What follows belongs to an exercise in optimizing a design on an open flow for small area; a production flow would make more cautious choices. Where RTL was checked, it was by simulation tests only, not by an equivalence proof against the original. Power figures rest on the tool's default switching activity, not on a simulated workload.

Design ce_alu, start of the top module:
module ce_alu (
    input  wire        clk,
    input  wire        rst,         
    input  wire        in_valid,
    output wire        in_ready,
    input  wire [7:0]  op,
    input  wire [1:0]  sz,          
    input  wire [31:0] a,           
    input  wire [31:0] b,           
    input  wire [31:0] c,           
    input  wire [4:0]  flags_in,    
    output reg         out_valid,
    output wire [31:0] result,
    output reg  [4:0]  flags_out,
    output reg         wr_d,
    output reg  [1:0]  exc          
);
Size: ~84 flip-flops, ~160 I/O pins, ~7100 um2 of cells after synthesis.
clock: 10.0 ns
lec_check: 0
cap_margin: 5
core_margin: 2
core_utilization: 35
gpl_timing_driven: 0
slew_margin: 5
standard.sh (not shown) runs the stock make flow with config.mk's settings and CLKGATE_MAP_FILE= SYNTH_SCRIPT=/design/flow/synth_recipe.tcl, a recipe that flattens the netlist after the stock synthesis.
==> flow/flow/run.sh <==
#!/bin/bash
# Layout flow: the standard ORFS layout (standard.sh's make targets and
# settings), with two changes that only affect cell area:
#  1. synthesis maps the logic with an area-oriented ABC script
#     (flow/abc_area.script) instead of ORFS's delay-oriented one; everything
#     else in synthesis (front end, flop mapping, flattening, renaming) is
#     ORFS's and the standard flow's synthesis unchanged, so the registers keep the
#     standard synthesis's names and cell types;
#  2. the port buffers that placement inserts on every input and output are
#     sky130_fd_sc_hd__buf_1 instead of the resizer's default pick;
#  3. clock tree synthesis builds the tree from sky130_fd_sc_hd__clkbuf_8
#     and adds no dummy loads.
# Each tool's output goes to a log file of its own in this folder.
set -euo pipefail
W=$(pwd)
ABC_SCRIPT=${ABC_SCRIPT_FILE:-$W/flow/abc_area.script}
PORT_BUF=${PORT_BUF_CELL:-sky130_fd_sc_hd__buf_1}

# ORFS's synth.tcl with only the ABC script replaced
sed "s#^source \$::env(SCRIPTS_DIR)/synth_preamble.tcl\$#source \$::env(SCRIPTS_DIR)/synth_preamble.tcl\nset abc_args [lreplace \$abc_args 1 1 $ABC_SCRIPT]#" \
    "$FLOW_HOME/scripts/synth.tcl" > "$W/synth_area_core.tcl"
grep -q "lreplace" "$W/synth_area_core.tcl"
# The standard flow's synthesis wrapper, sourcing the copy above
sed "s#\$::env(SCRIPTS_DIR)/synth.tcl#$W/synth_area_core.tcl#" synth_recipe.tcl > "$W/synth_area.tcl"
grep -q "synth_area_core" "$W/synth_area.tcl"
# The standard flow's config plus the port buffer choice
cp config.mk "$W/config_area.mk"
echo "export BUFFER_PORTS_ARGS = -buffer_cell $PORT_BUF" >> "$W/config_area.mk"
echo "export CTS_ARGS = -sink_clustering_enable -repair_clock_nets -buf_list ${CTS_BUF:-sky130_fd_sc_hd__clkbuf_8} -dont_use_dummy_load" >> "$W/config_area.mk"
# standard.sh with that synthesis script and config
sed -e "s#SYNTH_SCRIPT=[^ ]*#SYNTH_SCRIPT=$W/synth_area.tcl#" \
    -e "s#DESIGN_CONFIG=[^ ]*#DESIGN_CONFIG=$W/config_area.mk#" standard.sh > "$W/standard_area.sh"
grep -q "config_area.mk" "$W/standard_area.sh"

bash "$W/standard_area.sh" synth > "$W/synth.log" 2>&1
bash "$W/standard_area.sh" > "$W/layout.log" 2>&1
test -f out/final.def
==> flow/flow/abc_area.script <==
strash
&get -n
&fraig -x
&put
scorr
dc2
dretime
strash
&get -n
&dch -f
&nf
&put
topo
stime -c
upsize -c
dnsize -c
The baseline passed the timing, DRC and antenna checks.
Edit:
--- a/flow/design.v
+++ b/flow/design.v
@@ -18,15 +18,15 @@
     localparam FC = 0, FV = 1, FZ = 2, FN = 3, FT = 4;
     localparam [4:0] S_IDLE  = 5'd0,  S_ARITH = 5'd1,  S_UNUS2 = 5'd2,
                      S_LOOP  = 5'd3,  S_SHIFT = 5'd4,  S_ROTB  = 5'd5,
                      S_FFSZ  = 5'd6,  S_FFSC  = 5'd7,  S_BSW   = 5'd8,
                      S_CRC   = 5'd9,  S_MULT  = 5'd10, S_CORR1 = 5'd11,
                      S_CORR2 = 5'd12, S_DIVZ  = 5'd13, S_DSTEP = 5'd14,
                      S_DCORR = 5'd15, S_FLAGS = 5'd16, S_WLDR = 5'd17,
-                     S_WLDN  = 5'd18, S_RDQ   = 5'd19, S_ARITH2 = 5'd20;
+                     S_WLDN  = 5'd18, S_RDQ   = 5'd19;
     reg [4:0]  state;
     reg [31:0] R;           
     reg [31:0] W;           
     reg [4:0]  cnt;
     reg        seen;        
     assign result = R;
     wire s8  = (sz == 2'd0);
@@ -96,45 +96,18 @@
     reg        top_en, top_v;    
     reg        crc_en;
     reg        wq;               
     wire [31:0] Rsh = {R[30:0], d};
     wire [31:0] X;
     assign X[31:16] = (xhi == 2'd1) ? R[31:16] : (xhi == 2'd2) ? Rsh[31:16] : 16'd0;
     assign X[15:0]  = (xlo == 2'd1) ? R[15:0]  : (xlo == 2'd2) ? Rsh[15:0]  : 16'd0;
-    wire        la1 = l1 | ynomask, la2 = l2 | ynomask;
-    wire [31:0] lsa = {{16{ysa & la2}}, {8{ysa & la1}}, {8{ysa}}};
-    wire [31:0] lsb = {{16{ysb & la2}}, {8{ysb & la1}}, {8{ysb}}};
-    wire [31:0] lsc = {{16{ysc & la2}}, {8{ysc & la1}}, {8{ysc}}};
-    wire [31:0] ysrc  = (lsa & a) | (lsb & b) | (lsc & c);
-    wire [31:0] Yr    = ysrc ^ {32{yinv}};
-    wire [31:0] Y     = {Yr[31:17], la2 ? Yr[16] : yfv, Yr[15:9], la1 ? Yr[8] : yfv, Yr[7:0]};
-    reg  [32:0] sum;
-    reg  [31:0] pg_p, pg_g, pp, gg;
-    integer bi, bj;
-    always @* begin
-        pg_p = X ^ Y;
-        pg_g = X & Y;
-        pp = pg_p;
-        gg = pg_g;
-        gg[0] = gg[0] | (pp[0] & ycin);
-        for (bi = 1; bi <= 5; bi = bi + 1)
-            for (bj = (1 << bi) - 1; bj < 32; bj = bj + (1 << bi)) begin
-                gg[bj] = gg[bj] | (pp[bj] & gg[bj - (1 << (bi - 1))]);
-                pp[bj] = pp[bj] & pp[bj - (1 << (bi - 1))];
-            end
-        for (bi = 5; bi > 0; bi = bi - 1)
-            for (bj = (1 << bi) + (1 << (bi - 1)) - 1; bj < 32; bj = bj + (1 << bi)) begin
-                gg[bj] = gg[bj] | (pp[bj] & gg[bj - (1 << (bi - 1))]);
-                pp[bj] = pp[bj] & pp[bj - (1 << (bi - 1))];
-            end
-        sum[0] = pg_p[0] ^ ycin;
-        for (bi = 1; bi < 32; bi = bi + 1)
-            sum[bi] = pg_p[bi] ^ gg[bi - 1];
-        sum[32] = gg[31];
-    end
+    wire [31:0] ysrc  = ({32{ysa}} & a) | ({32{ysb}} & b) | ({32{ysc}} & c);
+    wire [31:0] ylane = {{16{l2 | ynomask}}, {8{l1 | ynomask}}, 8'hFF};
+    wire [31:0] Y     = (ylane & (ysrc ^ {32{yinv}})) | (~ylane & {32{yfv}});
+    wire [32:0] sum = {1'b0, X} + {1'b0, Y} + {32'd0, ycin};
     wire        c32 = sum[32];
     wire [32:0] S   = {c32 ^ yinv, sum[31:0]};
     reg  [31:0] Bv;
     wire crc_fb = R[0] ^ W[31];
     wire [31:0] poly = is_crcc ? 32'h82F6_3B78 : 32'hEDB8_8320;
     always @* begin
         Bv = S[32:1];
@@ -144,15 +117,15 @@
             if (s32) Bv[31] = rins;
         end
         if (top_en) Bv[31] = top_v;
         if (crc_en) Bv = Bv ^ (poly & {32{crc_fb}});
     end
     wire dv_sub  = ~seen;
     wire bneg_s  = div_sgn & b_neg;
-    wire rs_new  = s8 ? S[8] : s16 ? S[16] : (R[31] ^ dv_sub ^ c32);
+    wire rs_new  = R[31] ^ dv_sub ^ c32;    
     reg [4:0] nstate;
     reg       cnt_clr;
     reg [4:0] F_n;
     reg       last;              
     reg       exc_set1;
     reg       seen_n;
     wire lg_r = R[0], lg_w = W[31];
@@ -206,15 +179,15 @@
                 end else if (is_add | is_sub) begin
                     ysa = 1'b1; nstate = S_ARITH;
                 end else if (is_neg) begin
                     rsel = 2'd0; nstate = S_ARITH;
                 end else if (is_logic | is_crc | is_mulh) begin
                     ysb = 1'b1; nstate = S_WLDR;
                 end else if (is_not) begin
-                    ysa = 1'b1; yinv = 1'b1; nstate = S_ARITH2;
+                    ysa = 1'b1; yinv = 1'b1; yfv = 1'b0; nstate = S_FLAGS;
                 end else if (is_tst) begin
                     ysa = 1'b1; nstate = S_FLAGS;
                 end else if (is_shift) begin
                     ysa = 1'b1; nstate = S_SHIFT;
                 end else if (is_btst) begin
                     ysa = 1'b1; nstate = S_ROTB;
                 end else if (is_bsf) begin
@@ -235,18 +208,14 @@
                 ycin = is_neg | (is_sub & ~is_subc) | (is_subc & ~flags_in[FC]) |
                        (is_addc & flags_in[FC]);
                 F_n[FC] = c_n;
                 F_n[FV] = v_n;
                 cnt_clr = 1'b1;
                 nstate = S_LOOP;           
             end
-            S_ARITH2: begin
-                cnt_clr = 1'b1;
-                nstate = S_LOOP;
-            end
             S_WLDR: begin
                 wq = R[0];
                 if (cnt == 5'd31) begin
                     cnt_clr = 1'b1;
                     if (is_mulh) begin
                         rsel = 2'd0; nstate = S_MULT;
                     end else if (is_ffs) begin
Outcome: The changed run finished with timing, DRC and antenna clean; die area went down slightly; cell area went up by a few percent; cell count went up by a few percent; worst setup slack gets worse by 190 ps; power went up by well over a third.
Function was not checked in any run of this note: the RTL went through the layout flow alone.

ce_alu, a different RTL version from the one above (not shown whole).
For scale: roughly 840 cells after synthesis, roughly 160 I/O pins, about 6700 sq um of cells after synthesis.
Settings: LEC_CHECK=0, CAP_MARGIN=5, CORE_MARGIN=2, CORE_UTILIZATION=35, GPL_TIMING_DRIVEN=0, SLEW_MARGIN=5; clock period 10.0 ns.
==> flow/flow/abc_area.script <==
strash
&get -n
&fraig -x
&put
scorr
dc2
dretime
strash
dch -f
dc2
dch -f
&get -n
&dch -f
&nf
&put
topo
stime -c
upsize -c
dnsize -c
Scripts as last shown in full above: flow/flow/run.sh
The first run produced a clean layout.
Then changed:
--- a/flow/design.v
+++ b/flow/design.v
@@ -100,26 +100,23 @@
     wire [31:0] X;
     assign X[31:16] = (xhi == 2'd1) ? R[31:16] : (xhi == 2'd2) ? Rsh[31:16] : 16'd0;
     assign X[15:0]  = (xlo == 2'd1) ? R[15:0]  : (xlo == 2'd2) ? Rsh[15:0]  : 16'd0;
     wire        la1 = l1 | ynomask, la2 = l2 | ynomask;
     wire [31:0] lsa = {{16{ysa & la2}}, {8{ysa & la1}}, {8{ysa}}};
     wire [31:0] lsb = {{16{ysb & la2}}, {8{ysb & la1}}, {8{ysb}}};
     wire [31:0] lsc = {{16{ysc & la2}}, {8{ysc & la1}}, {8{ysc}}};
-    wire        crc_fb = R[0] ^ W[31];
-    wire [31:0] poly   = is_crcc ? 32'h82F6_3B78 : 32'hEDB8_8320;
-    wire [31:0] pterm  = {poly[30:0], 1'b0} & {32{crc_en & crc_fb}};
-    wire [31:0] ysrc  = (lsa & a) | (lsb & b) | (lsc & c) | pterm;
+    wire [31:0] ysrc  = (lsa & a) | (lsb & b) | (lsc & c);
     wire [31:0] Yr    = ysrc ^ {32{yinv}};
     wire [31:0] Y     = {Yr[31:17], la2 ? Yr[16] : yfv, Yr[15:9], la1 ? Yr[8] : yfv, Yr[7:0]};
     reg  [32:0] sum;
     reg  [31:0] pg_p, pg_g, pp, gg;
     integer bi, bj;
     always @* begin
         pg_p = X ^ Y;
-        pg_g = X & Y & {32{~crc_en}};
+        pg_g = X & Y;
         pp = pg_p;
         gg = pg_g;
         gg[0] = gg[0] | (pp[0] & ycin);
         for (bi = 1; bi <= 5; bi = bi + 1)
             for (bj = (1 << bi) - 1; bj < 32; bj = bj + (1 << bi)) begin
                 gg[bj] = gg[bj] | (pp[bj] & gg[bj - (1 << (bi - 1))]);
                 pp[bj] = pp[bj] & pp[bj - (1 << (bi - 1))];
@@ -133,22 +130,25 @@
         for (bi = 1; bi < 32; bi = bi + 1)
             sum[bi] = pg_p[bi] ^ gg[bi - 1];
         sum[32] = gg[31];
     end
     wire        c32 = sum[32];
     wire [32:0] S   = {c32 ^ yinv, sum[31:0]};
     reg  [31:0] Bv;
+    wire crc_fb = R[0] ^ W[31];
+    wire [31:0] poly = is_crcc ? 32'h82F6_3B78 : 32'hEDB8_8320;
     always @* begin
         Bv = S[32:1];
         if (rins_en) begin
             if (s8)  Bv[7]  = rins;
             if (s16) Bv[15] = rins;
             if (s32) Bv[31] = rins;
         end
         if (top_en) Bv[31] = top_v;
+        if (crc_en) Bv = Bv ^ (poly & {32{crc_fb}});
     end
     wire dv_sub  = ~seen;
     wire bneg_s  = div_sgn & b_neg;
     wire rs_new  = s8 ? S[8] : s16 ? S[16] : (R[31] ^ dv_sub ^ c32);
     reg [4:0] nstate;
     reg       cnt_clr;
     reg [4:0] F_n;
@@ -271,16 +271,15 @@
             end
             S_LOOP: begin
                 rsel = 2'd2; top_en = 1'b1; top_v = loop_f;
                 seen_n = seen | lg_r;
                 if (cnt == 5'd31) nstate = S_FLAGS;
             end
             S_CRC: begin
-                rsel = 2'd2; crc_en = 1'b1; top_en = 1'b1; top_v = crc_fb;
-                ynomask = 1'b1;
+                rsel = 2'd2; crc_en = 1'b1;
                 if (lastn) nstate = S_FLAGS;
             end
             S_SHIFT: begin
                 if (eqk) begin
                     cnt_clr = 1'b1;
                     nstate = S_LOOP;       
                 end else if (sh_left) begin
Worst setup slack improved by 0.012 ns.
Power falls by a few percent.
Hold slack stays flat.
Routed wire length rises slightly.
Count of clock-buffer cells in the layout does not change.
Via count falls slightly.
Maximum frequency barely changes.
Critical path depth falls by 6.
Global-route usage falls by 0.76 points.
Final cell count rises slightly.
Only the layout flow was run in the second run of this note; the RTL was not checked for function there.

## trial 58
Starting RTL as in the previous note.
export LEC_CHECK = 0
export CAP_MARGIN = 5
export CORE_MARGIN = 2
export CORE_UTILIZATION = 35
export GPL_TIMING_DRIVEN = 0
export SLEW_MARGIN = 5
create_clock -name core_clock -period 10.0 [get_ports {clk}]
==> flow/flow/abc_area.script <==
strash
&get -n
&fraig -x
&put
scorr
dc2
dretime
strash
&get -n
&dch -f
&nf
&put
topo
stime -c
upsize -c
dnsize -c
Scripts as last shown in full above: flow/flow/run.sh
What build 71 does differently from trial 58 at the input level:
diff --git a/flow/design.v b/flow/design.v
--- a/flow/design.v
+++ b/flow/design.v
@@ -19,13 +19,13 @@
     localparam [4:0] S_IDLE  = 5'd0,  S_ARITH = 5'd1,  S_UNUS2 = 5'd2,
                      S_LOOP  = 5'd3,  S_SHIFT = 5'd4,  S_ROTB  = 5'd5,
                      S_FFSZ  = 5'd6,  S_FFSC  = 5'd7,  S_BSW   = 5'd8,
                      S_CRC   = 5'd9,  S_MULT  = 5'd10, S_CORR1 = 5'd11,
                      S_CORR2 = 5'd12, S_DIVZ  = 5'd13, S_DSTEP = 5'd14,
                      S_DCORR = 5'd15, S_FLAGS = 5'd16, S_WLDR = 5'd17,
-                     S_WLDN  = 5'd18, S_RDQ   = 5'd19, S_ARITH2 = 5'd20;
+                     S_WLDN  = 5'd18, S_RDQ   = 5'd19;
     reg [4:0]  state;
     reg [31:0] R;           
     reg [31:0] W;           
     reg [4:0]  cnt;
     reg        seen;        
     assign result = R;
@@ -97,28 +97,21 @@
     reg        crc_en;
     reg        wq;               
     wire [31:0] Rsh = {R[30:0], d};
     wire [31:0] X;
     assign X[31:16] = (xhi == 2'd1) ? R[31:16] : (xhi == 2'd2) ? Rsh[31:16] : 16'd0;
     assign X[15:0]  = (xlo == 2'd1) ? R[15:0]  : (xlo == 2'd2) ? Rsh[15:0]  : 16'd0;
-    wire        la1 = l1 | ynomask, la2 = l2 | ynomask;
-    wire [31:0] lsa = {{16{ysa & la2}}, {8{ysa & la1}}, {8{ysa}}};
-    wire [31:0] lsb = {{16{ysb & la2}}, {8{ysb & la1}}, {8{ysb}}};
-    wire [31:0] lsc = {{16{ysc & la2}}, {8{ysc & la1}}, {8{ysc}}};
-    wire        crc_fb = R[0] ^ W[31];
-    wire [31:0] poly   = is_crcc ? 32'h82F6_3B78 : 32'hEDB8_8320;
-    wire [31:0] pterm  = {poly[30:0], 1'b0} & {32{crc_en & crc_fb}};
-    wire [31:0] ysrc  = (lsa & a) | (lsb & b) | (lsc & c) | pterm;
-    wire [31:0] Yr    = ysrc ^ {32{yinv}};
-    wire [31:0] Y     = {Yr[31:17], la2 ? Yr[16] : yfv, Yr[15:9], la1 ? Yr[8] : yfv, Yr[7:0]};
+    wire [31:0] ysrc  = ({32{ysa}} & a) | ({32{ysb}} & b) | ({32{ysc}} & c);
+    wire [31:0] ylane = {{16{l2 | ynomask}}, {8{l1 | ynomask}}, 8'hFF};
+    wire [31:0] Y     = (ylane & (ysrc ^ {32{yinv}})) | (~ylane & {32{yfv}});
     reg  [32:0] sum;
     reg  [31:0] pg_p, pg_g, pp, gg;
     integer bi, bj;
     always @* begin
         pg_p = X ^ Y;
-        pg_g = X & Y & {32{~crc_en}};
+        pg_g = X & Y;
         pp = pg_p;
         gg = pg_g;
         gg[0] = gg[0] | (pp[0] & ycin);
         for (bi = 1; bi <= 5; bi = bi + 1)
             for (bj = (1 << bi) - 1; bj < 32; bj = bj + (1 << bi)) begin
                 gg[bj] = gg[bj] | (pp[bj] & gg[bj - (1 << (bi - 1))]);
@@ -134,24 +127,27 @@
             sum[bi] = pg_p[bi] ^ gg[bi - 1];
         sum[32] = gg[31];
     end
     wire        c32 = sum[32];
     wire [32:0] S   = {c32 ^ yinv, sum[31:0]};
     reg  [31:0] Bv;
+    wire crc_fb = R[0] ^ W[31];
+    wire [31:0] poly = is_crcc ? 32'h82F6_3B78 : 32'hEDB8_8320;
     always @* begin
         Bv = S[32:1];
         if (rins_en) begin
             if (s8)  Bv[7]  = rins;
             if (s16) Bv[15] = rins;
             if (s32) Bv[31] = rins;
         end
         if (top_en) Bv[31] = top_v;
+        if (crc_en) Bv = Bv ^ (poly & {32{crc_fb}});
     end
     wire dv_sub  = ~seen;
     wire bneg_s  = div_sgn & b_neg;
-    wire rs_new  = s8 ? S[8] : s16 ? S[16] : (R[31] ^ dv_sub ^ c32);
+    wire rs_new  = R[31] ^ dv_sub ^ c32;    
     reg [4:0] nstate;
     reg       cnt_clr;
     reg [4:0] F_n;
     reg       last;              
     reg       exc_set1;
     reg       seen_n;
@@ -207,13 +203,13 @@
                     ysa = 1'b1; nstate = S_ARITH;
                 end else if (is_neg) begin
                     rsel = 2'd0; nstate = S_ARITH;
                 end else if (is_logic | is_crc | is_mulh) begin
                     ysb = 1'b1; nstate = S_WLDR;
                 end else if (is_not) begin
-                    ysa = 1'b1; yinv = 1'b1; nstate = S_ARITH2;
+                    ysa = 1'b1; yinv = 1'b1; yfv = 1'b0; nstate = S_FLAGS;
                 end else if (is_tst) begin
                     ysa = 1'b1; nstate = S_FLAGS;
                 end else if (is_shift) begin
                     ysa = 1'b1; nstate = S_SHIFT;
                 end else if (is_btst) begin
                     ysa = 1'b1; nstate = S_ROTB;
@@ -236,16 +232,12 @@
                        (is_addc & flags_in[FC]);
                 F_n[FC] = c_n;
                 F_n[FV] = v_n;
                 cnt_clr = 1'b1;
                 nstate = S_LOOP;           
             end
-            S_ARITH2: begin
-                cnt_clr = 1'b1;
-                nstate = S_LOOP;
-            end
             S_WLDR: begin
                 wq = R[0];
                 if (cnt == 5'd31) begin
                     cnt_clr = 1'b1;
                     if (is_mulh) begin
                         rsel = 2'd0; nstate = S_MULT;
@@ -272,14 +264,13 @@
             S_LOOP: begin
                 rsel = 2'd2; top_en = 1'b1; top_v = loop_f;
                 seen_n = seen | lg_r;
                 if (cnt == 5'd31) nstate = S_FLAGS;
             end
             S_CRC: begin
-                rsel = 2'd2; crc_en = 1'b1; top_en = 1'b1; top_v = crc_fb;
-                ynomask = 1'b1;
+                rsel = 2'd2; crc_en = 1'b1;
                 if (lastn) nstate = S_FLAGS;
             end
             S_SHIFT: begin
                 if (eqk) begin
                     cnt_clr = 1'b1;
                     nstate = S_LOOP;       
### Flow results
Trial 58 -> build 71: die footprint increased by a few percent
In the reports for build 71 and trial 58, the larger count of inverters not on the clock network in the layout belongs to build 71.
Summary of the comparison: number of non-filler instances in the completed layout is higher in build 71, relative to trial 58.
Clock skew | build 71 above trial 58
Looking at first-iteration DRC count, build 71 sits about 23% below trial 58.
Count of plain and timing-repair buffers in the layout, build 71 and trial 58: lower on trial 58
Relative area change from synthesis to final layout is higher on trial 58
Share of final-layout standard cells stronger than drive strength 1 for build 71: 0.74 points up relative to trial 58
Diff trial 58 -> build 71 | power density of the placed cells | up by more than 10%
Comparing build 71 and trial 58, the lower fraction of synthesized area in multiplexers was measured on build 71.
Per the comparison of build 71 with trial 58, simple-gate area share of the yosys netlist neither gained nor lost much, hold slack lost 0.0087 ns, finished layout cell area picked up an extra 3.2%, slack of the critical path lost 0.17 ns.

[separate check: timing with driven ports]
How much do the figures lean on ideal ports? The routed layouts below were timed once more, with nothing changed but the port constraints.
Step 1 sets driving cells, clkbuf_16 on the clock port and buf_2 on the other inputs (assumed; they add their load-dependent delay and slew).
Step 2 also shifts input and output timing later by t, the mid clock arrival at the registers, as if the neighbouring blocks saw the same clock.
Three values: no drivers, after step 1, after step 2; two values: the first two.
| run | t (ns) | setup slack, ns | worst register clock-pin slew, ns | worst data-port slew with drivers (ns) | cell pins on the clock port's net |
|---|---|---|---|---|---|
| the first run of note 1 | 0.414 | 0.601 / 0.609 / 0.195 | 0.10 / 0.10 | 0.05 | 1 |
| the second run of note 1 | 0.405 | 0.410 / 0.423 / 0.017 | 0.08 / 0.08 | 0.04 | 1 |
| the first run of note 2 | 0.411 | 0.429 / 0.446 / 0.035 | 0.09 / 0.09 | 0.05 | 1 |
| the second run of note 2 | 0.410 | 0.441 / 0.455 / 0.045 | 0.10 / 0.10 | 0.04 | 1 |
| trial 58 | 0.400 | 0.578 / 0.595 / 0.194 | 0.09 / 0.09 | 0.04 | 1 |
| build 71 | 0.400 | 0.405 / 0.422 / 0.022 | 0.09 / 0.09 | 0.04 | 1 |
After both steps setup and hold are still met in every run listed. For the first run of note 1, which loses most, drivers alone change the setup slack by +0.008 ns; drivers and shift together by -0.406 ns.
